This design comes from an exercise in tuning for small area and a short achievable clock period on the open sky130 flow, not from production work.
Function was checked by simulation only, so behaviour that the tests miss may differ from the original.
Power figures rest on the tool's default switching activity, not on a simulated workload.

==> flow/design.v, too long to show whole: its modules and the start of the top module <==
// module welt_rx_flight: 1080 lines
module welt_rx_flight (
    input  wire         clk,
    input  wire         rst,           
    input  wire         cfg_enc,       
    input  wire         in_valid,
    input  wire [255:0] in_data,       
    output reg          s_valid,
    output reg  [2:0]   s_kind,
    output reg          s_fwd,
    output reg          s_hfail,
    output reg          f_valid,
    output reg  [1:0]   f_result,
    output reg          f_crc_ok,
    output reg          f_hdr_ok,
    output reg  [15:0]  f_fseq,
    output wire         f_fill_next,
    output wire [15:0]  f_ack_seq,
    output wire         f_nak,
    output wire [1:0]   f_nak_rpl
);
  // ...
==> flow/flow/run.sh <==
#!/bin/bash
# Layout flow: the standard ORFS flow (standard.sh, unchanged synthesis),
# with two ORFS settings passed through the environment:
#  - the port buffers that ORFS inserts on every input and output are
#    sky130_fd_sc_hd__buf_1 instead of ORFS's default pick (clkdlybuf4s50_1);
set -euo pipefail
export BUFFER_PORTS_ARGS="-buffer_cell sky130_fd_sc_hd__buf_1"
export SETUP_SLACK_MARGIN=6.7
bash standard.sh > standard.log 2>&1
==> flow/standard.sh <==
#!/bin/bash
# synth_recipe.tcl (not shown) runs the flow's synth.tcl, then flattens the netlist and writes it again
# the make line also repeats each setting of config.mk as NAME=value (left out here)
make -C /OpenROAD-flow-scripts/flow DESIGN_CONFIG=/design/flow/config.mk WORK_HOME=/design/flow/orfs CLKGATE_MAP_FILE= SYNTH_SCRIPT=/design/flow/synth_recipe.tcl "${@:-finish}"
==> flow/config.mk <==
export PLATFORM = sky130hd
export DESIGN_NAME = welt_rx_flight
export DESIGN_NICKNAME = welt_rx_flight
export VERILOG_FILES = /design/flow/design.v
export SDC_FILE = /design/flow/constraint.sdc
export NUM_CORES = 4
export LEC_CHECK = 0
export CAP_MARGIN = 20
export CORE_MARGIN = 2
export CORE_UTILIZATION = 50
export SLEW_MARGIN = 20
==> flow/constraint.sdc <==
create_clock -name core_clock -period 10.0 [get_ports {clk}]
set_input_delay 2.0000 -clock core_clock [delete_from_list [all_inputs] [get_ports {clk}]]
set_output_delay 2.0000 -clock core_clock [all_outputs]
set_load 0.01 [all_outputs]
==> run summary, run 1 <==
# TYPE chip_impl_metric gauge
chip_impl_metric{name="crit_buf_inv",unit=""} 0
chip_impl_metric{name="synth.mux.area_fraction",unit=""} 0.00299
chip_impl_metric{name="cts.clk_slew.worst_paths",unit="ps"} 60
chip_impl_info{name="dr.max_layer_used",value="met5"} 1
chip_impl_info{name="endpoint",value="hs2[13]"} 1
chip_impl_metric{name="power_frac_comb",unit=""} 0.690
chip_impl_info{name="yosysTopAreaCell",value="sky130_fd_sc_hd__xnor2_1"} 1
chip_impl_metric{name="nNetsFinal",unit=""} 3519
chip_impl_metric{name="ctsHtreeMaxLevel",unit=""} 2
chip_impl_info{name="cts_tree",value="built"} 1
chip_impl_metric{name="grt_first_pass_wirelength",unit="um"} 226000
chip_impl_info{name="layout_top_registers",value="d1 x256, s x32"} 1
chip_impl_metric{name="critical_path_depth",unit=""} 7
chip_impl_info{name="timing.critical_path.to_type",value="flop"} 1
chip_impl_info{name="status",value="complete, no violations"} 1
chip_impl_info{name="setup_repair_after_global_routing_missed_its_margin",value="true"} 1
chip_impl_metric{name="grt_overflow_total",unit=""} 0
chip_impl_metric{name="synth_compound_gate_area_share",unit=""} 0.0177
chip_impl_metric{name="setup_viol",unit=""} 0
chip_impl_metric{name="floorplan.die.height",unit="um"} 253
chip_impl_info{name="synth_top_family_by_area",value="XOR/XNOR gates"} 1
chip_impl_metric{name="die_x",unit="um"} 253
chip_impl_metric{name="worst_slack",unit="ps"} 6320
chip_impl_metric{name="worstMarginPinSlew",unit="ps"} 1380
chip_impl_metric{name="post-place-ws",unit="ps"} 5810
chip_impl_info{name="critPathSlowestCell",value="sky130_fd_sc_hd__xor2_1"} 1
chip_impl_info{name="clock_tree.root_cell",value="sky130_fd_sc_hd__clkbuf_16"} 1
chip_impl_metric{name="fin_hold_ws",unit="ps"} 442
chip_impl_metric{name="max_slew_margin",unit=""} 0.0750
==> inputs of run 2 (changes only) <==
--- a/flow/flow/run.sh
+++ b/flow/flow/run.sh
@@ -5,5 +5,5 @@
 #    sky130_fd_sc_hd__buf_1 instead of ORFS's default pick (clkdlybuf4s50_1);
 set -euo pipefail
 export BUFFER_PORTS_ARGS="-buffer_cell sky130_fd_sc_hd__buf_1"
-export SETUP_SLACK_MARGIN=6.7
+export SETUP_SLACK_MARGIN=6.5
 bash standard.sh > standard.log 2>&1
--- a/flow/config.mk
+++ b/flow/config.mk
@@ -7,5 +7,5 @@
 export LEC_CHECK = 0
 export CAP_MARGIN = 20
 export CORE_MARGIN = 2
-export CORE_UTILIZATION = 50
+export CORE_UTILIZATION = 40
 export SLEW_MARGIN = 20
==> run 2 against run 1 <==
Effect of this change: global-route usage decreased by 5.2 points; critical path type unchanged; critical endpoint is now s[20]; non-clock buffer count is 26 higher; final cell count rose by 6.5%; largest cell class unchanged; still clean; largest power group unchanged; die area rose by 25%; critical path depth unchanged.
==> run summary, run 2 <==
# TYPE chip_impl_metric gauge
chip_impl_metric{name="crit_required",unit="ps"} 10370
chip_impl_metric{name="drtIter0Drc",unit=""} 4244
chip_impl_metric{name="syn_to_final_growth",unit="%"} 17.0
chip_impl_metric{name="floorplan.die.height",unit="um"} 282
chip_impl_metric{name="synth_xor_area_frac",unit=""} 0.632
chip_impl_metric{name="die_outline_area",unit="mm^2"} 0.0796
chip_impl_metric{name="timing.reg2reg.worst_path_depth",unit=""} 7
chip_impl_info{name="layout.cells.most_common",value="sky130_fd_sc_hd__xnor2_1"} 1
chip_impl_info{name="clock_tree.root_cell",value="sky130_fd_sc_hd__clkbuf_16"} 1
chip_impl_metric{name="fill_cells",unit=""} 7446
chip_impl_metric{name="clock_tree.buffer_depth",unit=""} 3
chip_impl_info{name="synth_top_flop_cell",value="sky130_fd_sc_hd__dfxtp_1"} 1
chip_impl_info{name="critPathSlowestCell",value="sky130_fd_sc_hd__xnor2_1"} 1
chip_impl_metric{name="setup_viol",unit=""} 0
chip_impl_metric{name="yosys_register_bits",unit=""} 402
chip_impl_metric{name="clock-sinks",unit=""} 402
chip_impl_metric{name="fp.coreArea",unit="mm^2"} 0.0763
chip_impl_metric{name="stdcell_area",unit="mm^2"} 0.0362
chip_impl_metric{name="yosys.area.top_type_share",unit=""} 0.417
chip_impl_metric{name="power_density",unit="mW/mm^2"} 383
chip_impl_metric{name="grt_usage",unit=""} 0.490
chip_impl_metric{name="final.setup_skew",unit="ps"} 31.2
chip_impl_metric{name="io_pins",unit=""} 307
chip_impl_metric{name="max-vdd-ir-drop",unit="mV"} 0.178
chip_impl_metric{name="cts_inserted_buffers",unit=""} 47
chip_impl_metric{name="cellLeakagePower",unit="nW"} 13.4
chip_impl_metric{name="cts.clk_slew.worst_paths",unit="ps"} 60
chip_impl_info{name="most-common-layout-cells",value="1391 x sky130_fd_sc_hd__xnor2_1, 366 x sky130_fd_sc_hd__xor2_1, 336 x sky130_fd_sc_hd__dfxtp_1, 305 x sky130_fd_sc_hd__buf_1, 128 x sky130_fd_sc_hd__nor2_1"} 1
chip_impl_metric{name="largest_net_degree_at_the_start_of_global_routing",unit=""} 55
chip_impl_info{name="timing.critical_path.to_type",value="flop"} 1
chip_impl_info{name="worstReg2RegEnd",value="s[20]"} 1
chip_impl_metric{name="worstMarginPinSlew",unit="ps"} 1230
chip_impl_metric{name="totalNegativeSetupSlack",unit="ps"} 0
chip_impl_info{name="path_cells",value="xnor2_1, xnor3_1, xnor2_1, xnor2_1, xnor3_1, xnor2_1, xnor3_1"} 1
chip_impl_info{name="synth_top_family_by_area",value="XOR/XNOR gates"} 1
chip_impl_metric{name="postSynthCellCount",unit=""} 3004
chip_impl_metric{name="multiInputGateArea",unit="mm^2"} 0.0226
chip_impl_metric{name="synth_compound_gate_area_share",unit=""} 0.0177
chip_impl_metric{name="register_area",unit="mm^2"} 0.00855
chip_impl_metric{name="clkLatencyLatePin",unit="ps"} 630
chip_impl_metric{name="dp.final_hpwl",unit="um"} 169000
chip_impl_metric{name="yosys.area_share.simple",unit=""} 0.0441
chip_impl_info{name="r2r-start",value="d1[208]"} 1
chip_impl_metric{name="worst_slack",unit="ps"} 6290
chip_impl_metric{name="synth_async_sr_flop_share",unit=""} 0
chip_impl_metric{name="postPlaceCellArea",unit="mm^2"} 0.0336
chip_impl_metric{name="yosys.area_share.adder",unit=""} 0.00283
chip_impl_info{name="setup_repair_after_global_routing_missed_its_margin",value="true"} 1
chip_impl_info{name="layout_top_registers",value="d1 x256, s x32"} 1
chip_impl_metric{name="floorplan.rows",unit=""} 101
chip_impl_metric{name="grt_first_pass_wirelength",unit="um"} 246000
chip_impl_info{name="crit_top_cell",value="sky130_fd_sc_hd__xnor2_1"} 1
chip_impl_info{name="synth_most_common_cell",value="sky130_fd_sc_hd__xnor2_1"} 1
chip_impl_metric{name="largest_register_ff_count",unit=""} 256
chip_impl_metric{name="synth_sequential_area_ratio",unit=""} 0.276
chip_impl_metric{name="initial_antenna_violation_count",unit=""} 10
chip_impl_metric{name="floorplan.initialDensity",unit=""} 0.405
chip_impl_metric{name="wirelength",unit="um"} 198000
chip_impl_info{name="cts_tree",value="built"} 1
chip_impl_info{name="status",value="complete, no violations"} 1
chip_impl_info{name="max_flop_register",value="d1"} 1
chip_impl_metric{name="post-place-ws",unit="ps"} 5440
chip_impl_metric{name="maxCapViolations",unit=""} 0
chip_impl_metric{name="slowest_delay",unit="ps"} 750
chip_impl_info{name="critical_path_class",value="reg -> reg"} 1
chip_impl_metric{name="synth.mux.area_fraction",unit=""} 0.00299
chip_impl_metric{name="grt_overflow_total",unit=""} 0
chip_impl_info{name="cells_taking_the_most_area_after_synthesis",value="sky130_fd_sc_hd__xnor2_1 42%, sky130_fd_sc_hd__dfxtp_1 23%, sky130_fd_sc_hd__xor2_1 11%, sky130_fd_sc_hd__xnor3_1 9.3%, sky130_fd_sc_hd__edfxtp_1 4.7%"} 1
chip_impl_metric{name="synth_cell_types",unit=""} 52
chip_impl_info{name="endpoint",value="s[20]"} 1
chip_impl_metric{name="setup.reg_to_reg.worst_slack",unit="ps"} 6290
chip_impl_metric{name="synth_enable_flop_cells",unit=""} 48
chip_impl_metric{name="syn-num-nets",unit=""} 3271
chip_impl_info{name="critPathLaunchType",value="flop"} 1
chip_impl_metric{name="max_slew_margin",unit=""} 0.172
chip_impl_metric{name="critical_path_peak_fanout",unit=""} 5
chip_impl_metric{name="cp_data_arrival_time",unit="ps"} 4070
chip_impl_metric{name="avgSynthCellArea",unit="um^2"} 10.3
chip_impl_metric{name="nNetsFinal",unit=""} 3546
chip_impl_info{name="yosysTopAreaCell",value="sky130_fd_sc_hd__xnor2_1"} 1
chip_impl_metric{name="first_global_vias",unit=""} 23200
chip_impl_metric{name="ctsHtreeMaxLevel",unit=""} 2
chip_impl_metric{name="post-route-period-util",unit=""} 0.371
chip_impl_metric{name="p_total",unit="mW"} 13.9
chip_impl_metric{name="place.gp.congestion",unit=""} 1.17
chip_impl_metric{name="syn-cell-area",unit="mm^2"} 0.0309
chip_impl_info{name="crit_start",value="d1[208]"} 1
chip_impl_metric{name="fin_crit",unit="ps"} 3710
chip_impl_metric{name="max_freq",unit="MHz"} 270
chip_impl_metric{name="timing_max_transition_violations_final",unit=""} 0
chip_impl_metric{name="route.antenna.remaining_nets",unit=""} 0
chip_impl_metric{name="drc",unit=""} 0
chip_impl_metric{name="die_x",unit="um"} 282
chip_impl_metric{name="wl_per_cell",unit="um"} 45.4
chip_impl_metric{name="number_of_input_and_output_port_buffers_inserted",unit=""} 306
chip_impl_metric{name="dr_total_vias",unit=""} 24800
chip_impl_metric{name="timing.final.hold_violations",unit=""} 0
chip_impl_info{name="synthTopCellsByCount",value="1475 x sky130_fd_sc_hd__xnor2_1, 391 x sky130_fd_sc_hd__xor2_1, 354 x sky130_fd_sc_hd__dfxtp_1"} 1
chip_impl_metric{name="drt-pass1-iter-count",unit=""} 6
chip_impl_metric{name="drive_above_1_share",unit=""} 0.102
chip_impl_metric{name="detail_route.vias_per_cell",unit=""} 5.71
chip_impl_metric{name="synth_warnings",unit=""} 1
chip_impl_info{name="holdCritPathClass",value="reg -> reg"} 1
chip_impl_metric{name="fin_hold_ws",unit="ps"} 444
[run 2: stage by stage]
step            util  cells
2_1_floorplan      -   3004
3_3_place_gp   0.440   4256
3_5_place_dp   0.441   4257
4_1_cts        0.469   4346
5_1_grt        0.474   4348
6_report       0.474   4350
[run 2: area by class of cell]
cell class                 instances  share of cell area
timing repair buffer             416              0.0551
clock buffer                      65              0.0377
inverter                          13             0.00135
tap                             1030              0.0356
antenna                            2            0.000138
multi-input combinational       2399               0.625
clock inverter                    23             0.00919
sequential                       402               0.236
[run 2: worst min-delay path by stage]
stage | from | end | slack, ps | cells after the start
2_1_floorplan | d1[38] | rpl2[1] | 330 | 0
3_3_place_gp | rpl2[0] | last_rpl[0] | 420 | 2
3_5_place_dp | rpl2[0] | last_rpl[0] | 430 | 2
4_1_cts | rpl2[0] | last_rpl[0] | 440 | 2
5_1_grt | rpl2[1] | last_rpl[1] | 450 | 2
6_report | rpl2[0] | last_rpl[0] | 440 | 2
[run 2: cells by family (layout without fill, tap and decap cells)]
group	after synthesis	in the layout
buffers and inverters	203	517
XOR/XNOR	2009	2009
multiplexers	9	9
flip-flops	402	402
AO/OA/AOI/OAI	88	88
adder cells (fa/ha/maj)	7	7
AND/OR/NAND/NOR	286	286
other	0	2
[run 2: report_power, final]
| group | switching [mW] | internal [mW] |
|---|---|---|
| sequential | 0.449 | 2.09 |
| clock | 0.778 | 1.12 |
| combinational | 5.18 | 4.24 |
| total | 6.41 | 7.45 |
[run 2: worst max-delay path: cells and delay by family, from the launching register on]
family | cells | cell delay, ps
xor+xnor | 7 | 2950
flops | 1 | 500
[run 2: routing by layer]
| layer | global-route usage | vias up | share of wire |
|---|---|---|---|
| met5 | 0 | - | 0.00060 |
| met4 | 0.369 | 10 | 0.094 |
| met3 | 0.167 | 563 | 0.13 |
| met2 | 0.671 | 2126 | 0.39 |
| met1 | 0.631 | 12300 | 0.39 |
| li1 | - | 9884 | - |
[run 2: what timing repair did]
| item | in CTS | in global routing |
|---|---|---|
| gates resized for setup | 71 | 53 |
| hold buffers | 0 | 0 |
| pin swaps | 0 | 2 |
| endpoints found under the hold margin | 0 | 0 |
| setup endpoints to repair | 60 | 31 |
| buffers inserted | 1 | 2 |
| gates cloned | 0 | 0 |
==> inputs of run 3 (changes only) <==
--- a/flow/config.mk
+++ b/flow/config.mk
@@ -7,5 +7,6 @@
 export LEC_CHECK = 0
 export CAP_MARGIN = 20
 export CORE_MARGIN = 2
-export CORE_UTILIZATION = 40
+export CORE_UTILIZATION = 50
+export PLACE_DENSITY = 0.72
 export SLEW_MARGIN = 20
==> run 3 against run 2 <==
Effect of this change: critical path depth did not move; final cell count down 6.2%; critical path type unchanged; non-clock buffer count decreased by 25; still clean; clock power decreased by 8%.
==> run summary, run 3 <==
# TYPE chip_impl_metric gauge
chip_impl_info{name="status",value="complete, no violations"} 1
chip_impl_metric{name="wl_per_cell",unit="um"} 45.6
chip_impl_info{name="endpoint",value="s[19]"} 1
chip_impl_info{name="critical_path_class",value="reg -> reg"} 1
chip_impl_metric{name="max_slew_margin",unit=""} 0.0398
chip_impl_metric{name="drc",unit=""} 0
chip_impl_metric{name="postSynthCellCount",unit=""} 3004
chip_impl_metric{name="drt-pass1-iter-count",unit=""} 5
chip_impl_info{name="crit_top_cell",value="sky130_fd_sc_hd__xnor2_1"} 1
chip_impl_metric{name="crit_required",unit="ps"} 10350
chip_impl_metric{name="postPlaceCellArea",unit="mm^2"} 0.0331
chip_impl_info{name="layout_top_registers",value="d1 x256, s x32"} 1
chip_impl_metric{name="largest_register_ff_count",unit=""} 256
chip_impl_info{name="r2r-start",value="d1[151]"} 1
chip_impl_metric{name="synth_warnings",unit=""} 1
chip_impl_metric{name="floorplan.rows",unit=""} 91
chip_impl_metric{name="worstMarginPinSlew",unit="ps"} 1430
chip_impl_metric{name="die_x",unit="um"} 253
chip_impl_metric{name="final_cell_count_no_fill",unit=""} 4081
chip_impl_metric{name="critical_path_depth",unit=""} 7
chip_impl_info{name="path_cells",value="xnor2_1, xnor2_1, xnor2_1, xnor2_1, xnor2_1, xnor3_1, xnor3_1"} 1
chip_impl_metric{name="crit_buf_inv",unit=""} 0
chip_impl_metric{name="wirelength",unit="um"} 186000
chip_impl_metric{name="dp.final_hpwl",unit="um"} 155000
chip_impl_metric{name="avgSynthCellArea",unit="um^2"} 10.3
chip_impl_metric{name="dpl.cell_count",unit=""} 3993
chip_impl_metric{name="clock-sinks",unit=""} 402
chip_impl_info{name="critPathLaunchType",value="flop"} 1
chip_impl_metric{name="syn-num-nets",unit=""} 3271
chip_impl_metric{name="clkLatencyLatePin",unit="ps"} 620
chip_impl_info{name="synth_top_flop_cell",value="sky130_fd_sc_hd__dfxtp_1"} 1
chip_impl_info{name="synth_most_common_cell",value="sky130_fd_sc_hd__xnor2_1"} 1
chip_impl_info{name="cts_tree",value="built"} 1
chip_impl_metric{name="timing.final.hold_violations",unit=""} 0
chip_impl_metric{name="fin_crit",unit="ps"} 3890
chip_impl_info{name="setup_repair_after_global_routing_missed_its_margin",value="true"} 1
chip_impl_info{name="timing.critical_path.to_type",value="flop"} 1
chip_impl_metric{name="first_global_vias",unit=""} 23400
chip_impl_metric{name="min_path_cells",unit=""} 2
chip_impl_info{name="yosysTopAreaCell",value="sky130_fd_sc_hd__xnor2_1"} 1
chip_impl_metric{name="maxCapViolations",unit=""} 0
chip_impl_metric{name="cts.clk_slew.worst_paths",unit="ps"} 70
chip_impl_metric{name="cp_data_arrival_time",unit="ps"} 4240
chip_impl_metric{name="max-vdd-ir-drop",unit="mV"} 0.203
chip_impl_metric{name="max_freq",unit="MHz"} 257
chip_impl_metric{name="slowest_delay",unit="ps"} 1170
chip_impl_info{name="max_flop_register",value="d1"} 1
chip_impl_info{name="synthTopCellsByCount",value="1475 x sky130_fd_sc_hd__xnor2_1, 391 x sky130_fd_sc_hd__xor2_1, 354 x sky130_fd_sc_hd__dfxtp_1"} 1
chip_impl_metric{name="fill_cells",unit=""} 5367
chip_impl_metric{name="grt_first_pass_wirelength",unit="um"} 233000
chip_impl_metric{name="ctsHtreeMaxLevel",unit=""} 2
chip_impl_metric{name="wl_met2",unit="um"} 68900
chip_impl_metric{name="synth_sequential_area_ratio",unit=""} 0.276
chip_impl_metric{name="syn_to_final_growth",unit="%"} 15.1
chip_impl_metric{name="yosys_register_bits",unit=""} 402
chip_impl_metric{name="grt_overflow_total",unit=""} 0
chip_impl_metric{name="floorplan.die.height",unit="um"} 253
chip_impl_metric{name="clock_tree.buffer_depth",unit=""} 3
chip_impl_metric{name="route.antenna.remaining_nets",unit=""} 0
chip_impl_metric{name="place.gp.congestion",unit=""} 1.23
chip_impl_info{name="clock_tree.root_cell",value="sky130_fd_sc_hd__clkbuf_16"} 1
chip_impl_info{name="layout.cells.most_common",value="sky130_fd_sc_hd__xnor2_1"} 1
chip_impl_metric{name="dr_total_vias",unit=""} 25600
chip_impl_metric{name="route.layer.met1.wl",unit="um"} 64800
chip_impl_info{name="most-common-layout-cells",value="1384 x sky130_fd_sc_hd__xnor2_1, 370 x sky130_fd_sc_hd__xor2_1, 336 x sky130_fd_sc_hd__dfxtp_1, 305 x sky130_fd_sc_hd__buf_1, 128 x sky130_fd_sc_hd__nor2_1"} 1
chip_impl_metric{name="number_of_input_and_output_port_buffers_inserted",unit=""} 306
chip_impl_metric{name="nNetsFinal",unit=""} 3520
chip_impl_metric{name="initial_antenna_violation_count",unit=""} 2
chip_impl_metric{name="io_pins",unit=""} 307
chip_impl_metric{name="stdcell_area",unit="mm^2"} 0.0356
chip_impl_metric{name="yosys.area.top_type_share",unit=""} 0.417
chip_impl_metric{name="synth_async_sr_flop_share",unit=""} 0
chip_impl_metric{name="p_total",unit="mW"} 13.6
chip_impl_metric{name="synth_enable_flop_cells",unit=""} 48
chip_impl_metric{name="power_density",unit="mW/mm^2"} 382
chip_impl_metric{name="setup.reg_to_reg.worst_slack",unit="ps"} 6110
chip_impl_metric{name="cts_inserted_buffers",unit=""} 46
chip_impl_metric{name="setup_viol",unit=""} 0
chip_impl_metric{name="drtIter0Drc",unit=""} 4837
chip_impl_metric{name="grt_usage",unit=""} 0.573
chip_impl_metric{name="fp.coreArea",unit="mm^2"} 0.0615
chip_impl_info{name="worstReg2RegEnd",value="s[19]"} 1
chip_impl_metric{name="critical_path_peak_fanout",unit=""} 5
chip_impl_metric{name="fin_hold_ws",unit="ps"} 439
chip_impl_metric{name="syn-cell-area",unit="mm^2"} 0.0309
chip_impl_info{name="crit_family",value="XOR/XNOR gates"} 1
chip_impl_metric{name="timing_max_transition_violations_final",unit=""} 0
chip_impl_metric{name="synth_cell_types",unit=""} 52
chip_impl_info{name="dr.max_layer_used",value="met5"} 1
chip_impl_metric{name="drive_above_1_share",unit=""} 0.0957
chip_impl_info{name="holdCritPathClass",value="reg -> reg"} 1
chip_impl_metric{name="die_outline_area",unit="mm^2"} 0.0639
chip_impl_metric{name="final.setup_skew",unit="ps"} 26.3
chip_impl_metric{name="floorplan.initialDensity",unit=""} 0.503
chip_impl_metric{name="detail_route.vias_per_cell",unit=""} 6.26
chip_impl_metric{name="timing.reg2reg.worst_path_depth",unit=""} 7
chip_impl_info{name="cells_taking_the_most_area_after_synthesis",value="sky130_fd_sc_hd__xnor2_1 42%, sky130_fd_sc_hd__dfxtp_1 23%, sky130_fd_sc_hd__xor2_1 11%, sky130_fd_sc_hd__xnor3_1 9.3%, sky130_fd_sc_hd__edfxtp_1 4.7%"} 1
chip_impl_info{name="crit_start",value="d1[151]"} 1
chip_impl_metric{name="met3WireLength",unit="um"} 31600
chip_impl_metric{name="post-route-period-util",unit=""} 0.389
chip_impl_metric{name="totalNegativeSetupSlack",unit="ps"} 0
chip_impl_metric{name="largest_net_degree_at_the_start_of_global_routing",unit=""} 55
chip_impl_metric{name="cellLeakagePower",unit="nW"} 13.2
chip_impl_info{name="critPathSlowestCell",value="sky130_fd_sc_hd__xnor2_1"} 1
-- run 3: tightest hold or removal path: stages, from the launching register on --
cell                      delay (ps)
sky130_fd_sc_hd__dfxtp_1         300
sky130_fd_sc_hd__nand2_1          50
sky130_fd_sc_hd__a21oi_1          50
-- run 3: repair_timing --
action | CTS | global route
pin swaps | 0 | 3
hold buffers | 0 | 0
endpoints found under the setup margin | 40 | 35
buffers inserted | 0 | 1
gates resized for setup | 73 | 54
-- run 3: worst min-delay path by stage --
stage,slack (ps),startpoint,endpoint
final,440,rpl2[1],last_rpl[1]
after global routing,450,rpl2[1],last_rpl[1]
after CTS,440,rpl2[1],last_rpl[1]
after detailed placement,430,rpl2[1],last_rpl[1]
after global placement,420,rpl2[0],last_rpl[0]
after floorplan,330,d1[38],rpl2[1]
-- run 3: stage by stage --
| step | setup WS [ps] | util |
|---|---|---|
| 2_1_floorplan | 6570 | - |
| 3_3_place_gp | 5340 | 0.538 |
| 3_5_place_dp | 5990 | 0.539 |
| 4_1_cts | 6470 | 0.572 |
| 5_1_grt | 6330 | 0.579 |
| 6_report | 6110 | 0.579 |
-- run 3: cell families after synthesis --
group / synth area share
AO/OA/AOI/OAI: 0.0177
XOR/XNOR: 0.632
adder cells (fa/ha/maj): 0.00283
buffers and inverters: 0.0253
flip-flops: 0.276
multiplexers: 0.00299
AND/OR/NAND/NOR: 0.0441
-- run 3: final cells by class --
cell class                      count  area (um^2)  share of cell area
Multi-Input combinational cell   2399        22700               0.636
Sequential cell                   402         8550               0.240
Timing Repair Buffer              391         1830              0.0513
Clock buffer                       61         1350              0.0380
Tap cell                          790          988              0.0278
Clock inverter                     24          181             0.00509
Inverter                           13         48.8             0.00137
Antenna cell                        1         2.50           0.0000703
-- run 3: metal layers --
layer,vias to the layer above,GRT usage
li1,9844,-
met1,12200,0.674
met2,2684,0.742
met3,835,0.317
met4,6,0.488
met5,-,0.0232
-- run 3: power by group --
part | switching (mW) | internal (mW)
sequential | 0.451 | 2.09
clock | 0.783 | 0.967
combinational | 5.09 | 4.22
==> inputs of run 4 (changes only) <==
--- a/flow/config.mk
+++ b/flow/config.mk
@@ -8,5 +8,4 @@
 export CAP_MARGIN = 20
 export CORE_MARGIN = 2
 export CORE_UTILIZATION = 50
-export PLACE_DENSITY = 0.72
 export SLEW_MARGIN = 20
==> run 4 against run 3 <==
Effect of this change: design area rose by 0.27%; first-iteration DRC count fell by 2.0%; count of clock-buffer cells in the layout unchanged; highest routed layer unchanged; clock power is 5% higher; setup slack better by 130 ps; flip-flop and latch count stayed put; fmax grew 3.4%; sequential share of layout area is essentially flat.
==> run summary, run 4 <==
# TYPE chip_impl_metric gauge
chip_impl_metric{name="max-vdd-ir-drop",unit="mV"} 0.198
chip_impl_metric{name="drt-pass1-iter-count",unit=""} 7
chip_impl_info{name="synth_top_flop_cell",value="sky130_fd_sc_hd__dfxtp_1"} 1
chip_impl_metric{name="yosys_register_bits",unit=""} 402
chip_impl_metric{name="syn-num-nets",unit=""} 3271
chip_impl_metric{name="drtIter0Drc",unit=""} 4741
chip_impl_metric{name="cts.clk_slew.worst_paths",unit="ps"} 70
chip_impl_metric{name="register_area",unit="mm^2"} 0.00856
chip_impl_info{name="cells_taking_the_most_area_after_synthesis",value="sky130_fd_sc_hd__xnor2_1 42%, sky130_fd_sc_hd__dfxtp_1 23%, sky130_fd_sc_hd__xor2_1 11%, sky130_fd_sc_hd__xnor3_1 9.3%, sky130_fd_sc_hd__edfxtp_1 4.7%"} 1
chip_impl_metric{name="synth_enable_flop_cells",unit=""} 48
chip_impl_metric{name="power_frac_comb",unit=""} 0.680
chip_impl_metric{name="fin_crit",unit="ps"} 3760
chip_impl_metric{name="max_freq",unit="MHz"} 266
chip_impl_metric{name="cp_data_arrival_time",unit="ps"} 4240
chip_impl_metric{name="grt_usage",unit=""} 0.575
chip_impl_metric{name="cts.hold.buffers_added",unit=""} 0
chip_impl_metric{name="critical_path_peak_fanout",unit=""} 5
chip_impl_metric{name="post-route-period-util",unit=""} 0.376
chip_impl_metric{name="seqPwrFrac",unit=""} 0.187
chip_impl_metric{name="nNetsFinal",unit=""} 3525
chip_impl_info{name="critPathLaunchType",value="flop"} 1
chip_impl_metric{name="clock-sinks",unit=""} 402
chip_impl_metric{name="net_switching_share_of_the_total_power",unit=""} 0.465
chip_impl_metric{name="largest_net_degree_at_the_start_of_global_routing",unit=""} 75
chip_impl_info{name="clock_tree.root_cell",value="sky130_fd_sc_hd__clkbuf_16"} 1
chip_impl_metric{name="grt_first_pass_wirelength",unit="um"} 236000
chip_impl_metric{name="detail_route.vias_per_cell",unit=""} 6.39
chip_impl_metric{name="cellLeakagePower",unit="nW"} 13.3
chip_impl_info{name="yosysTopAreaCell",value="sky130_fd_sc_hd__xnor2_1"} 1
chip_impl_metric{name="fill_cells",unit=""} 5428
chip_impl_info{name="layout_top_registers",value="d1 x256, s x32"} 1
chip_impl_metric{name="wl_per_cell",unit="um"} 45.5
chip_impl_metric{name="dp.final_hpwl",unit="um"} 153000
chip_impl_metric{name="drive_above_1_share",unit=""} 0.0984
chip_impl_metric{name="crit_required",unit="ps"} 10480
chip_impl_info{name="max_flop_register",value="d1"} 1
chip_impl_info{name="layout.cells.most_common",value="sky130_fd_sc_hd__xnor2_1"} 1
chip_impl_info{name="critical_path_class",value="reg -> reg"} 1
chip_impl_info{name="cts_tree",value="built"} 1
chip_impl_metric{name="place.gp.congestion",unit=""} 1.34
chip_impl_metric{name="synth_warnings",unit=""} 1
chip_impl_metric{name="postSynthCellCount",unit=""} 3004
chip_impl_metric{name="floorplan.rows",unit=""} 91
chip_impl_metric{name="setup_viol",unit=""} 0
chip_impl_metric{name="worstMarginPinSlew",unit="ps"} 1360
chip_impl_metric{name="avgSynthCellArea",unit="um^2"} 10.3
chip_impl_info{name="timing.critical_path.to_type",value="flop"} 1
chip_impl_metric{name="syn_to_final_growth",unit="%"} 15.4
chip_impl_metric{name="drc",unit=""} 0
chip_impl_metric{name="route.antenna.remaining_nets",unit=""} 0
chip_impl_metric{name="synth_async_sr_flop_share",unit=""} 0
chip_impl_info{name="setup_repair_after_global_routing_missed_its_margin",value="true"} 1
chip_impl_metric{name="io_pins",unit=""} 307
chip_impl_metric{name="power.internal",unit="mW"} 7.35
chip_impl_metric{name="netSwitchingPower",unit="mW"} 6.39
chip_impl_metric{name="fp.coreArea",unit="mm^2"} 0.0615
chip_impl_metric{name="timing.final.hold_violations",unit=""} 0
chip_impl_metric{name="wirelength",unit="um"} 186000
chip_impl_metric{name="p_total",unit="mW"} 13.7
chip_impl_info{name="synthTopCellsByCount",value="1475 x sky130_fd_sc_hd__xnor2_1, 391 x sky130_fd_sc_hd__xor2_1, 354 x sky130_fd_sc_hd__dfxtp_1"} 1
chip_impl_metric{name="maxCapViolations",unit=""} 0
chip_impl_metric{name="yosys.area.top_type_share",unit=""} 0.417
chip_impl_metric{name="clockPowerShare",unit=""} 0.134
chip_impl_metric{name="die_x",unit="um"} 253
chip_impl_metric{name="clkLatencyLatePin",unit="ps"} 620
chip_impl_info{name="holdCritPathClass",value="reg -> reg"} 1
chip_impl_info{name="synth_most_common_cell",value="sky130_fd_sc_hd__xnor2_1"} 1
chip_impl_metric{name="dr_total_vias",unit=""} 26100
chip_impl_metric{name="clock_tree.buffer_depth",unit=""} 3
chip_impl_metric{name="totalNegativeSetupSlack",unit="ps"} 0
chip_impl_metric{name="timing_max_transition_violations_final",unit=""} 0
chip_impl_metric{name="syn-cell-area",unit="mm^2"} 0.0309
chip_impl_metric{name="final.setup_skew",unit="ps"} 18.0
chip_impl_metric{name="number_of_input_and_output_port_buffers_inserted",unit=""} 306
chip_impl_metric{name="ctsHtreeMaxLevel",unit=""} 2
chip_impl_metric{name="grt_overflow_total",unit=""} 0
chip_impl_metric{name="power_density",unit="mW/mm^2"} 385
chip_impl_metric{name="synth_cell_types",unit=""} 52
chip_impl_metric{name="multiInputGateArea",unit="mm^2"} 0.0226
chip_impl_metric{name="floorplan.initialDensity",unit=""} 0.503
chip_impl_metric{name="synth_sequential_area_ratio",unit=""} 0.276
chip_impl_metric{name="first_global_vias",unit=""} 24300
chip_impl_metric{name="cts_inserted_buffers",unit=""} 47
chip_impl_metric{name="largest_register_ff_count",unit=""} 256
chip_impl_metric{name="die_outline_area",unit="mm^2"} 0.0639
chip_impl_info{name="status",value="complete, no violations"} 1
chip_impl_metric{name="max_slew_margin",unit=""} 0.0848
chip_impl_info{name="most-common-layout-cells",value="1389 x sky130_fd_sc_hd__xnor2_1, 373 x sky130_fd_sc_hd__xor2_1, 327 x sky130_fd_sc_hd__dfxtp_1, 305 x sky130_fd_sc_hd__buf_1, 127 x sky130_fd_sc_hd__nor2_1"} 1
chip_impl_metric{name="floorplan.die.height",unit="um"} 253
chip_impl_metric{name="initial_antenna_violation_count",unit=""} 15
-- run 4: cell counts after synthesis --
No cell type changed its count.
-- run 4: path summary, 6_finish.rpt --
| path | start | to | slack [ps] | cells after the start |
|---|---|---|---|---|
| worst max register to register | d1[223] | hs2[2] | 6240 | 7 |
| worst max-delay path | d1[223] | hs2[2] | 6240 | 7 |
| worst min-delay path | rpl2[0] | last_rpl[0] | 440 | 2 |
| worst min register to register | rpl2[0] | last_rpl[0] | 440 | 2 |
-- run 4: power by group through the flow --
stage / sequential, mW / combinational, mW / clock, mW
after floorplan: 2.21 / 6.14 / 0
after global placement: 2.54 / 8.54 / 0
after detailed placement: 2.54 / 8.53 / 0
after CTS: 2.51 / 8.64 / 1.83
after global routing: 2.53 / 9.33 / 1.89
final: 2.56 / 9.34 / 1.84
-- run 4: critical path, cell delays in order, from the launching register on --
cell	delay (ps)
sky130_fd_sc_hd__dfxtp_1	960
sky130_fd_sc_hd__xor2_1	180
sky130_fd_sc_hd__xnor2_1	480
sky130_fd_sc_hd__xnor2_1	300
sky130_fd_sc_hd__xnor3_1	600
sky130_fd_sc_hd__xnor3_1	450
sky130_fd_sc_hd__xnor2_2	490
sky130_fd_sc_hd__xnor2_1	140
-- run 4: metal layers --
metal,vias to the layer above,global-route usage,wire [um]
met2,2802,0.744,68500
met1,12500,0.651,62900
met4,27,0.485,20900
met5,-,0.104,1090
li1,9853,-,-
met3,968,0.349,32900
-- run 4: per-stage QoR --
stage | setup WS (ps) | instance area, um^2 | hold WS, ps | util | std cells
final | 6240 | 35700 | 435 | 0.581 | 4090
after global routing | 6410 | 35700 | 466 | 0.581 | 4085
after CTS | 6340 | 35200 | 441 | 0.572 | 4080
after detailed placement | 5970 | 33100 | 432 | 0.539 | 3993
after global placement | 5670 | 33000 | 420 | 0.537 | 3988
after floorplan | 6570 | 31000 | 326 | - | 3004
-- run 4: cell type report --
cell class | count | area share
clock buffers | 61 | 0.0373
inverters | 13 | 0.00137
well taps | 790 | 0.0277
flip-flops and latches | 402 | 0.240
multi-input cells | 2399 | 0.633
diodes | 6 | 0.000420
clock inverters | 24 | 0.00816
repair buffers | 395 | 0.0527
-- run 4: logic make-up (layout without fill, tap and decap cells) --
kind of cell | after synthesis | in the layout | share of synthesized area
fa+ha+maj | 7 | 7 | 0.00283
compound gates | 88 | 88 | 0.0177
mux | 9 | 9 | 0.00299
simple gates | 286 | 286 | 0.0441
buf+inv | 203 | 493 | 0.0253
other cells | 0 | 6 | 0
xor+xnor | 2009 | 2009 | 0.632
flops | 402 | 402 | 0.276
-- run 4: what timing repair did --
action / in CTS / in global routing
gates resized for setup: 64 / 71
setup buffers: 2 / 3
setup endpoints to repair: 34 / 37
pin swaps: 1 / 2
gates cloned: 0 / 0
==> inputs of run 5 (changes only) <==
==> flow/flow/run.sh (replaced) <==
#!/bin/bash
# Layout flow: the standard ORFS flow (standard.sh).  Synthesis is
# standard.sh's, unchanged.  The layout steps after it run the same make
# command with these ORFS settings:
#  - the port buffers that ORFS inserts on every input and output are
#    sky130_fd_sc_hd__buf_1 instead of ORFS's default pick (clkdlybuf4s50_1);
#  - ORFS's timing repair works to a setup slack margin of SETUP_SLACK_MARGIN ns;
set -euo pipefail
export BUFFER_PORTS_ARGS="-buffer_cell sky130_fd_sc_hd__buf_1"
export SETUP_SLACK_MARGIN=6.5
bash standard.sh synth > synth.log 2>&1
sed 's/CLKGATE_MAP_FILE= /CLKGATE_MAP_FILE= MATCH_CELL_FOOTPRINT=0 /' standard.sh > layout.sh
grep -q 'MATCH_CELL_FOOTPRINT=0' layout.sh
bash layout.sh > layout.log 2>&1
==> run 5 against run 4 <==
Effect of this change: still clean on timing, DRC and antenna; clock skew up 12 ps; total power is 0.25% higher; clock power about the same; count of clock-buffer cells in the layout rose by 1; fmax fell by 2.6%; area after synthesis did not move; via count about the same; non-clock buffer count is 1 higher; critical path type unchanged; highest routed layer unchanged.
==> run summary, run 5 <==
# TYPE chip_impl_metric gauge
chip_impl_metric{name="cts_inserted_buffers",unit=""} 47
chip_impl_metric{name="ctsHtreeMaxLevel",unit=""} 2
chip_impl_metric{name="cts.clk_slew.worst_paths",unit="ps"} 70
chip_impl_info{name="max_flop_register",value="d1"} 1
chip_impl_metric{name="place.gp.congestion",unit=""} 1.34
chip_impl_info{name="status",value="complete, no violations"} 1
chip_impl_metric{name="yosys.area_share.simple",unit=""} 0.0441
chip_impl_metric{name="detail_route.vias_per_cell",unit=""} 6.39
chip_impl_metric{name="drive_above_1_share",unit=""} 0.0998
chip_impl_metric{name="final.setup_skew",unit="ps"} 30.1
chip_impl_info{name="layout.cells.most_common",value="sky130_fd_sc_hd__xnor2_1"} 1
chip_impl_metric{name="clock-sinks",unit=""} 402
chip_impl_info{name="clock_tree.root_cell",value="sky130_fd_sc_hd__clkbuf_16"} 1
chip_impl_metric{name="largest_register_ff_count",unit=""} 256
chip_impl_metric{name="synth.mux.area_fraction",unit=""} 0.00299
chip_impl_metric{name="number_of_input_and_output_port_buffers_inserted",unit=""} 306
chip_impl_info{name="layout_top_registers",value="d1 x256, s x32"} 1
chip_impl_metric{name="postSynthCellCount",unit=""} 3004
chip_impl_metric{name="synth_enable_flop_cells",unit=""} 48
chip_impl_metric{name="yosys.area_share.adder",unit=""} 0.00283
chip_impl_metric{name="post-route-period-util",unit=""} 0.386
chip_impl_info{name="timing.critical_path.to_type",value="flop"} 1
chip_impl_metric{name="timing_max_transition_violations_final",unit=""} 0
chip_impl_info{name="cts_tree",value="built"} 1
chip_impl_metric{name="worstMarginPinSlew",unit="ps"} 1340
chip_impl_metric{name="io_pins",unit=""} 307
chip_impl_metric{name="synth_cell_types",unit=""} 52
chip_impl_info{name="critPathLaunchType",value="flop"} 1
chip_impl_metric{name="setup_viol",unit=""} 0
chip_impl_metric{name="drc",unit=""} 0
chip_impl_metric{name="synth_xor_area_frac",unit=""} 0.632
chip_impl_metric{name="clock_tree.buffer_depth",unit=""} 3
chip_impl_info{name="synthTopCellsByCount",value="1475 x sky130_fd_sc_hd__xnor2_1, 391 x sky130_fd_sc_hd__xor2_1, 354 x sky130_fd_sc_hd__dfxtp_1"} 1
chip_impl_metric{name="synth_async_sr_flop_share",unit=""} 0
chip_impl_metric{name="synth_sequential_area_ratio",unit=""} 0.276
chip_impl_metric{name="grt_usage",unit=""} 0.576
chip_impl_metric{name="maxCapViolations",unit=""} 0
chip_impl_info{name="setup_repair_after_global_routing_missed_its_margin",value="true"} 1
chip_impl_metric{name="drtIter0Drc",unit=""} 4798
chip_impl_metric{name="grt_overflow_total",unit=""} 0
chip_impl_metric{name="fin_crit",unit="ps"} 3860
chip_impl_metric{name="die_outline_area",unit="mm^2"} 0.0639
chip_impl_info{name="critical_path_class",value="reg -> reg"} 1
chip_impl_metric{name="initial_antenna_violation_count",unit=""} 6
chip_impl_info{name="synth_most_common_cell",value="sky130_fd_sc_hd__xnor2_1"} 1
chip_impl_info{name="holdCritPathClass",value="reg -> reg"} 1
chip_impl_metric{name="timing.final.hold_violations",unit=""} 0
chip_impl_metric{name="avgSynthCellArea",unit="um^2"} 10.3
chip_impl_metric{name="wl_per_cell",unit="um"} 45.6
chip_impl_metric{name="dr_total_vias",unit=""} 26100
chip_impl_metric{name="critical_path_peak_fanout",unit=""} 6
chip_impl_info{name="most-common-layout-cells",value="1390 x sky130_fd_sc_hd__xnor2_1, 373 x sky130_fd_sc_hd__xor2_1, 327 x sky130_fd_sc_hd__dfxtp_1, 305 x sky130_fd_sc_hd__buf_1, 127 x sky130_fd_sc_hd__nor2_1"} 1
chip_impl_metric{name="largest_net_degree_at_the_start_of_global_routing",unit=""} 75
chip_impl_metric{name="cellLeakagePower",unit="nW"} 13.3
chip_impl_metric{name="postPlaceCellArea",unit="mm^2"} 0.0331
chip_impl_metric{name="stdcell_area",unit="mm^2"} 0.0357
chip_impl_info{name="yosysTopAreaCell",value="sky130_fd_sc_hd__xnor2_1"} 1
chip_impl_info{name="synth_top_flop_cell",value="sky130_fd_sc_hd__dfxtp_1"} 1
chip_impl_metric{name="crit_required",unit="ps"} 10380
chip_impl_metric{name="yosys_register_bits",unit=""} 402
chip_impl_metric{name="totalNegativeSetupSlack",unit="ps"} 0
chip_impl_metric{name="first_global_vias",unit=""} 24200
chip_impl_metric{name="floorplan.rows",unit=""} 91
chip_impl_metric{name="max_slew_margin",unit=""} 0.100
chip_impl_metric{name="floorplan.die.height",unit="um"} 253
chip_impl_metric{name="syn-cell-area",unit="mm^2"} 0.0309
chip_impl_metric{name="power_density",unit="mW/mm^2"} 386
chip_impl_metric{name="wirelength",unit="um"} 186000
chip_impl_metric{name="max-vdd-ir-drop",unit="mV"} 0.198
chip_impl_metric{name="syn_to_final_growth",unit="%"} 15.4
chip_impl_info{name="synth_top_family_by_area",value="XOR/XNOR gates"} 1
chip_impl_metric{name="synth_compound_gate_area_share",unit=""} 0.0177
chip_impl_metric{name="max_freq",unit="MHz"} 259
chip_impl_metric{name="nNetsFinal",unit=""} 3526
chip_impl_metric{name="clkLatencyLatePin",unit="ps"} 630
chip_impl_metric{name="dp.final_hpwl",unit="um"} 154000
chip_impl_metric{name="cp_data_arrival_time",unit="ps"} 4240
chip_impl_metric{name="syn-num-nets",unit=""} 3271
chip_impl_metric{name="drt-pass1-iter-count",unit=""} 6
chip_impl_metric{name="grt_first_pass_wirelength",unit="um"} 236000
chip_impl_metric{name="floorplan.initialDensity",unit=""} 0.503
chip_impl_info{name="cells_taking_the_most_area_after_synthesis",value="sky130_fd_sc_hd__xnor2_1 42%, sky130_fd_sc_hd__dfxtp_1 23%, sky130_fd_sc_hd__xor2_1 11%, sky130_fd_sc_hd__xnor3_1 9.3%, sky130_fd_sc_hd__edfxtp_1 4.7%"} 1
chip_impl_metric{name="fp.coreArea",unit="mm^2"} 0.0615
chip_impl_metric{name="route.antenna.remaining_nets",unit=""} 0
chip_impl_metric{name="yosys.area.top_type_share",unit=""} 0.417
chip_impl_metric{name="die_x",unit="um"} 253
chip_impl_metric{name="synth_warnings",unit=""} 1
==> run 5: cell counts after synthesis <==
No cell type changed its count.
==> run 5: repair_timing <==
action,in CTS,in global routing
buffers inserted,0,5
endpoints found under the setup margin,35,38
gates resized for setup,67,67
pin swaps,1,2
hold buffers,0,0
cloned,0,0
==> run 5: where the power goes <==
part	switching [mW]	internal, mW	leakage (nW)	total, mW
registers	0.475	2.09	3.40	2.56
clock network	0.810	1.06	0.813	1.87
logic	5.13	4.21	9.09	9.34
total	6.42	7.36	13.3	13.8
==> run 5: final timing paths <==
kind,startpoint,end,slack (ps),cells after the start
worst max-delay path,d1[27],s[2],6140,7
worst min-delay path,rpl2[0],last_rpl[0],440,2
worst max register to register,d1[27],s[2],6140,7
worst min register to register,rpl2[0],last_rpl[0],440,2
==> run 5: per-layer routing <==
layer	GRT usage	part of all wire	wire length (um)
met1	0.651	0.34	64100
met2	0.744	0.37	69100
met5	0.0587	0.0026	489
met4	0.485	0.11	20400
met3	0.360	0.17	32300
==> run 5: stage by stage <==
stage | hold slack [ps] | power, mW | cells | utilization | setup WS, ps
floorplan | 326 | 8.35 | 3004 | - | 6570
global placement | 420 | 11.1 | 3988 | 0.537 | 5670
detailed placement | 432 | 11.1 | 3993 | 0.539 | 5970
CTS | 441 | 13.0 | 4080 | 0.572 | 6320
global route | 466 | 13.8 | 4087 | 0.581 | 6400
finish | 435 | 13.8 | 4092 | 0.581 | 6140
==> run 5: layout make-up <==
cell class / instances / area (um^2)
Clock inverter: 25 / 293
Inverter: 13 / 48.8
Clock buffer: 62 / 1370
Sequential cell: 402 / 8560
Multi-Input combinational cell: 2399 / 22600
Antenna cell: 5 / 12.5
Fill cell: 5400 / 25800
Tap cell: 790 / 988
Timing Repair Buffer: 396 / 1890
==> run 5: logic make-up after synthesis <==
family / after synthesis
xor gates and xnor gates: 2009
DFF: 402
muxes: 9
and+or+nand+nor: 286
AOI/OAI and AO/OA: 88
buffers and inverters: 203
adders and majority gates: 7
==> run 5: critical path, cell delays in order, from the launching register on <==
cell,delay [ps]
sky130_fd_sc_hd__dfxtp_1,680
sky130_fd_sc_hd__xnor2_1,180
sky130_fd_sc_hd__buf_4,250
sky130_fd_sc_hd__xnor3_1,520
sky130_fd_sc_hd__xnor2_1,800
sky130_fd_sc_hd__xnor2_1,330
sky130_fd_sc_hd__xnor3_1,500
sky130_fd_sc_hd__xnor2_1,330
==> inputs of run 6 (changes only) <==
==> flow/flow/run.sh (replaced) <==
#!/bin/bash
# Layout flow: the standard ORFS flow (standard.sh, unchanged synthesis),
# with ORFS settings passed through the environment:
#  - the port buffers that ORFS inserts on every input and output are
#    sky130_fd_sc_hd__buf_1 instead of ORFS's default pick (clkdlybuf4s50_1);
#  - ORFS's timing repair works to a setup slack margin of SETUP_SLACK_MARGIN ns;
set -euo pipefail
export BUFFER_PORTS_ARGS="-buffer_cell sky130_fd_sc_hd__buf_1"
export SETUP_SLACK_MARGIN=6.5
export POST_RESIZE_TCL="$(pwd)/flow/post_resize.tcl"
bash standard.sh > standard.log 2>&1
==> flow/flow/post_resize.tcl (new file) <==
# ORFS hook at the end of the placement-stage repair_design
# (3_4_place_resized), before detailed placement legalizes the cells:
# the slot register d1 drives the wide XOR networks over long wires, so its
# flip-flops get the next drive strength (same cell type, dfxtp_1 -> dfxtp_4).
set n 0
foreach inst [get_cells {d1[*]*}] {
  if {[get_property [get_lib_cells -of_objects $inst] name] == "sky130_fd_sc_hd__dfxtp_1"} {
    replace_cell $inst sky130_fd_sc_hd__dfxtp_4
    incr n
  }
}
puts "post_resize.tcl: resized $n d1 flip-flops to dfxtp_4"
==> run 6 against run 5 <==
Effect of this change: still clean on timing, DRC and antenna; clock skew shrank 2.3 ps; sequential share of layout area grew 2.2 points; final cell count is essentially flat; utilization grew 0.84 points; combinational power is essentially flat; setup slack gained 35 ps.
==> run summary, run 6 <==
# TYPE chip_impl_metric gauge
chip_impl_metric{name="syn-num-nets",unit=""} 3271
chip_impl_metric{name="avgSynthCellArea",unit="um^2"} 10.3
chip_impl_metric{name="clock-sinks",unit=""} 402
chip_impl_info{name="min_from",value="rpl2[0]"} 1
chip_impl_metric{name="cp_data_arrival_time",unit="ps"} 4290
chip_impl_metric{name="cts.clk_slew.worst_paths",unit="ps"} 60
chip_impl_metric{name="crit_required",unit="ps"} 10470
chip_impl_info{name="path_cells",value="buf_4, xnor2_1, buf_4, xnor2_1, xor2_1, xnor2_1, xnor2_4, xnor2_1, xnor3_1"} 1
chip_impl_info{name="holdCritPathClass",value="reg -> reg"} 1
chip_impl_metric{name="syn-cell-area",unit="mm^2"} 0.0309
chip_impl_info{name="crit_family",value="XOR/XNOR gates"} 1
chip_impl_info{name="timing.critical_path.to_type",value="flop"} 1
chip_impl_metric{name="floorplan.die.height",unit="um"} 253
chip_impl_info{name="r2r-start",value="d1[58]"} 1
chip_impl_metric{name="drt-pass1-iter-count",unit=""} 6
chip_impl_metric{name="dp.final_hpwl",unit="um"} 154000
chip_impl_metric{name="grt_first_pass_wirelength",unit="um"} 235000
chip_impl_metric{name="stdcell_area",unit="mm^2"} 0.0362
chip_impl_metric{name="synth_sequential_area_ratio",unit=""} 0.276
chip_impl_metric{name="largest_net_degree_at_the_start_of_global_routing",unit=""} 75
chip_impl_metric{name="drtIter0Drc",unit=""} 5013
chip_impl_metric{name="yosys.area.top_type_share",unit=""} 0.417
chip_impl_metric{name="die_x",unit="um"} 253
chip_impl_info{name="critical_path_class",value="reg -> reg"} 1
chip_impl_metric{name="setup_viol",unit=""} 0
chip_impl_info{name="status",value="complete, no violations"} 1
chip_impl_metric{name="route.antenna.remaining_nets",unit=""} 0
chip_impl_info{name="cells_taking_the_most_area_after_synthesis",value="sky130_fd_sc_hd__xnor2_1 42%, sky130_fd_sc_hd__dfxtp_1 23%, sky130_fd_sc_hd__xor2_1 11%, sky130_fd_sc_hd__xnor3_1 9.3%, sky130_fd_sc_hd__edfxtp_1 4.7%"} 1
chip_impl_metric{name="clkLatencyLatePin",unit="ps"} 640
chip_impl_metric{name="io_pins",unit=""} 307
chip_impl_metric{name="detail_route.vias_per_cell",unit=""} 6.41
chip_impl_metric{name="nNetsFinal",unit=""} 3520
chip_impl_metric{name="timing.final.hold_violations",unit=""} 0
chip_impl_metric{name="worstMarginPinSlew",unit="ps"} 1390
chip_impl_metric{name="postPlaceCellArea",unit="mm^2"} 0.0341
chip_impl_metric{name="yosys_register_bits",unit=""} 402
chip_impl_info{name="layout.cells.most_common",value="sky130_fd_sc_hd__xnor2_1"} 1
chip_impl_metric{name="floorplan.rows",unit=""} 91
chip_impl_metric{name="number_of_buffers_inserted_to_repair_setup_after_cts",unit=""} 0
chip_impl_metric{name="dr_total_vias",unit=""} 26200
chip_impl_metric{name="clock_tree.buffer_depth",unit=""} 3
chip_impl_metric{name="max-vdd-ir-drop",unit="mV"} 0.228
chip_impl_metric{name="drive_above_1_share",unit=""} 0.154
chip_impl_info{name="critPathSlowestCell",value="sky130_fd_sc_hd__xnor2_4"} 1
chip_impl_info{name="max_flop_register",value="d1"} 1
chip_impl_metric{name="wirelength",unit="um"} 186000
chip_impl_info{name="yosysTopAreaCell",value="sky130_fd_sc_hd__xnor2_1"} 1
chip_impl_info{name="most-common-layout-cells",value="1419 x sky130_fd_sc_hd__xnor2_1, 383 x sky130_fd_sc_hd__xor2_1, 305 x sky130_fd_sc_hd__buf_1, 256 x sky130_fd_sc_hd__dfxtp_4, 127 x sky130_fd_sc_hd__nor2_1"} 1
chip_impl_metric{name="timing_max_transition_violations_final",unit=""} 0
chip_impl_metric{name="cts.hold.buffers_added",unit=""} 0
chip_impl_metric{name="fin_crit",unit="ps"} 3820
chip_impl_metric{name="synth_cell_types",unit=""} 52
chip_impl_metric{name="cts_inserted_buffers",unit=""} 46
chip_impl_info{name="critPathLaunchType",value="flop"} 1
chip_impl_metric{name="totalNegativeSetupSlack",unit="ps"} 0
chip_impl_metric{name="synth_enable_flop_cells",unit=""} 48
chip_impl_metric{name="largest_register_ff_count",unit=""} 256
chip_impl_metric{name="first_global_vias",unit=""} 24200
chip_impl_metric{name="drc",unit=""} 0
chip_impl_metric{name="synth_warnings",unit=""} 1
chip_impl_metric{name="syn_to_final_growth",unit="%"} 17.1
chip_impl_metric{name="ctsHtreeMaxLevel",unit=""} 2
chip_impl_info{name="synth_most_common_cell",value="sky130_fd_sc_hd__xnor2_1"} 1
chip_impl_metric{name="wl_per_cell",unit="um"} 45.5
chip_impl_metric{name="worst_slack",unit="ps"} 6180
chip_impl_metric{name="floorplan.initialDensity",unit=""} 0.503
chip_impl_info{name="layout_top_registers",value="d1 x256, s x32"} 1
chip_impl_metric{name="final.setup_skew",unit="ps"} 27.8
chip_impl_metric{name="critical_path_peak_fanout",unit=""} 5
chip_impl_metric{name="grt_usage",unit=""} 0.574
chip_impl_metric{name="grt_overflow_total",unit=""} 0
chip_impl_info{name="cts_tree",value="built"} 1
chip_impl_metric{name="initial_antenna_violation_count",unit=""} 9
chip_impl_metric{name="post-place-ws",unit="ps"} 6080
chip_impl_info{name="clock_tree.root_cell",value="sky130_fd_sc_hd__clkbuf_16"} 1
chip_impl_metric{name="number_of_input_and_output_port_buffers_inserted",unit=""} 306
chip_impl_metric{name="crit_buf_inv",unit=""} 2
chip_impl_metric{name="maxCapViolations",unit=""} 0
chip_impl_info{name="synthTopCellsByCount",value="1475 x sky130_fd_sc_hd__xnor2_1, 391 x sky130_fd_sc_hd__xor2_1, 354 x sky130_fd_sc_hd__dfxtp_1"} 1
chip_impl_metric{name="slowest_delay",unit="ps"} 590
chip_impl_metric{name="post-route-period-util",unit=""} 0.382
chip_impl_metric{name="power_density",unit="mW/mm^2"} 376
chip_impl_metric{name="post-route-util",unit=""} 0.589
chip_impl_metric{name="max_freq",unit="MHz"} 262
chip_impl_metric{name="cellLeakagePower",unit="nW"} 13.1
chip_impl_metric{name="postSynthCellCount",unit=""} 3004
chip_impl_metric{name="max_slew_margin",unit=""} 0.0649
chip_impl_metric{name="place.gp.congestion",unit=""} 1.34
chip_impl_info{name="crit_top_cell",value="sky130_fd_sc_hd__xnor2_1"} 1
chip_impl_info{name="setup_repair_after_global_routing_missed_its_margin",value="true"} 1
chip_impl_metric{name="fp.coreArea",unit="mm^2"} 0.0615
chip_impl_metric{name="die_outline_area",unit="mm^2"} 0.0639
chip_impl_info{name="crit_start",value="d1[58]"} 1
chip_impl_info{name="synth_top_flop_cell",value="sky130_fd_sc_hd__dfxtp_1"} 1
chip_impl_metric{name="synth_async_sr_flop_share",unit=""} 0
[run 6: cell count changes in the layout (fill, tap and decap cells not counted), moves of 11 or more]
cell / previous run / this run
sky130_fd_sc_hd__dfxtp_1: 327 / 97
sky130_fd_sc_hd__xnor2_2: 81 / 51
sky130_fd_sc_hd__dfxtp_4: 1 / 256
sky130_fd_sc_hd__dfxtp_2: 26 / 1
sky130_fd_sc_hd__xor2_2: 19 / 8
sky130_fd_sc_hd__xnor2_1: 1390 / 1419
[run 6: area by class of cell]
class	count	area [um^2]
Inverter	13	48.8
Clock buffer	53	1200
Antenna cell	8	20.0
Timing Repair Buffer	391	1840
Sequential cell	402	9490
Multi-Input combinational cell	2399	22300
Fill cell	5278	25200
Tap cell	790	988
Clock inverter	33	378
[run 6: final timing paths]
kind	to	slack [ps]	cells after the start
max reg2reg	hs2[15]	6180	9
min	last_rpl[0]	430	2
min reg2reg	last_rpl[0]	430	2
max	hs2[15]	6180	9
[run 6: tightest hold or removal path: cells and delay by family (launching register included)]
kind / cells / cell delay [ps]
and+or+nand+nor: 1 / 40
DFF: 1 / 300
AOI/OAI and AO/OA: 1 / 50
[run 6: what timing repair did]
| item | 4_1_cts | 5_1_grt |
|---|---|---|
| pin swaps | 0 | 1 |
| setup endpoints to repair | 19 | 29 |
| resized for setup | 22 | 37 |
[run 6: through the flow]
stage	cells	power (mW)	hold slack, ps
floorplan	3004	8.35	326
CTS	4079	12.9	440
global route	4081	13.6	463
global placement	3988	11.1	420
finish	4089	13.6	434
detailed placement	3993	11.0	432
[run 6: layer usage]
metal | global-route usage | vias to the layer above | share of wire
met2 | 0.751 | 2868 | 0.37
met5 | 0.00154 | - | 0.00063
met1 | 0.659 | 12500 | 0.34
met3 | 0.337 | 962 | 0.17
li1 | - | 9853 | -
met4 | 0.487 | 6 | 0.11
[run 6: kinds of logic (layout without fill, tap and decap cells)]
logic type,Yosys count,count (layout),share of synthesized area
other,0,8,0
XOR/XNOR,2009,2009,0.632
buffers and inverters,203,490,0.0253
AND/OR/NAND/NOR,286,286,0.0441
adder cells (fa/ha/maj),7,7,0.00283
multiplexers,9,9,0.00299
AO/OA/AOI/OAI,88,88,0.0177
flip-flops,402,402,0.276
[run 6: report_power, final]
| group | leakage, nW | internal, mW | switching [mW] | total, mW |
|---|---|---|---|---|
| sequential | 3.49 | 2.06 | 0.468 | 2.53 |
| clock | 0.751 | 0.989 | 0.808 | 1.80 |
| combinational | 8.88 | 4.18 | 5.13 | 9.31 |
| total | 13.1 | 7.23 | 6.41 | 13.6 |

-- static timing again, ports no longer ideal --
How much do the figures lean on ideal ports? The routed layouts below were timed once more, with nothing changed but the port constraints.
Step 1 assumes that a clkbuf_16 drives the clock port and a buf_2 every other input.
Step 2 adds t to the input delays and takes it off the output delays; t is the mean of the earliest and latest rising clock arrival at the registers after step 1. Input paths then give back, and output paths get back, about the clock's delay inside the block.
a / b / c = ideal ports / drivers / drivers and shift; a / b = the first two.
| run | shift t [ns] | setup slack, ns | worst setup path after step 2 | clock arrival spread, ns | worst register clock-pin slew, ns |
|---|---|---|---|---|---|
| run 1 | 0.694 | 6.321 / 6.321 / 6.151 | input to register | 0.047 / 0.046 | 0.08 / 0.08 |
| run 2 | 0.694 | 6.293 / 6.293 / 6.170 | input to register | 0.033 / 0.032 | 0.08 / 0.08 |
| run 3 | 0.665 | 6.113 / 6.113 / 6.113 | register to register | 0.027 / 0.027 | 0.07 / 0.07 |
| run 4 | 0.684 | 6.241 / 6.241 / 6.241 | register to register | 0.019 / 0.019 | 0.07 / 0.07 |
| run 5 | 0.691 | 6.142 / 6.142 / 6.142 | register to register | 0.031 / 0.031 | 0.08 / 0.08 |
| run 6 | 0.692 | 6.176 / 6.176 / 6.176 | register to register | 0.028 / 0.028 | 0.07 / 0.07 |
After both steps setup and hold are still met in every run listed. The setup slack of run 1, which loses most, moves by 0.000 ns with the drivers and by -0.170 ns with both steps.
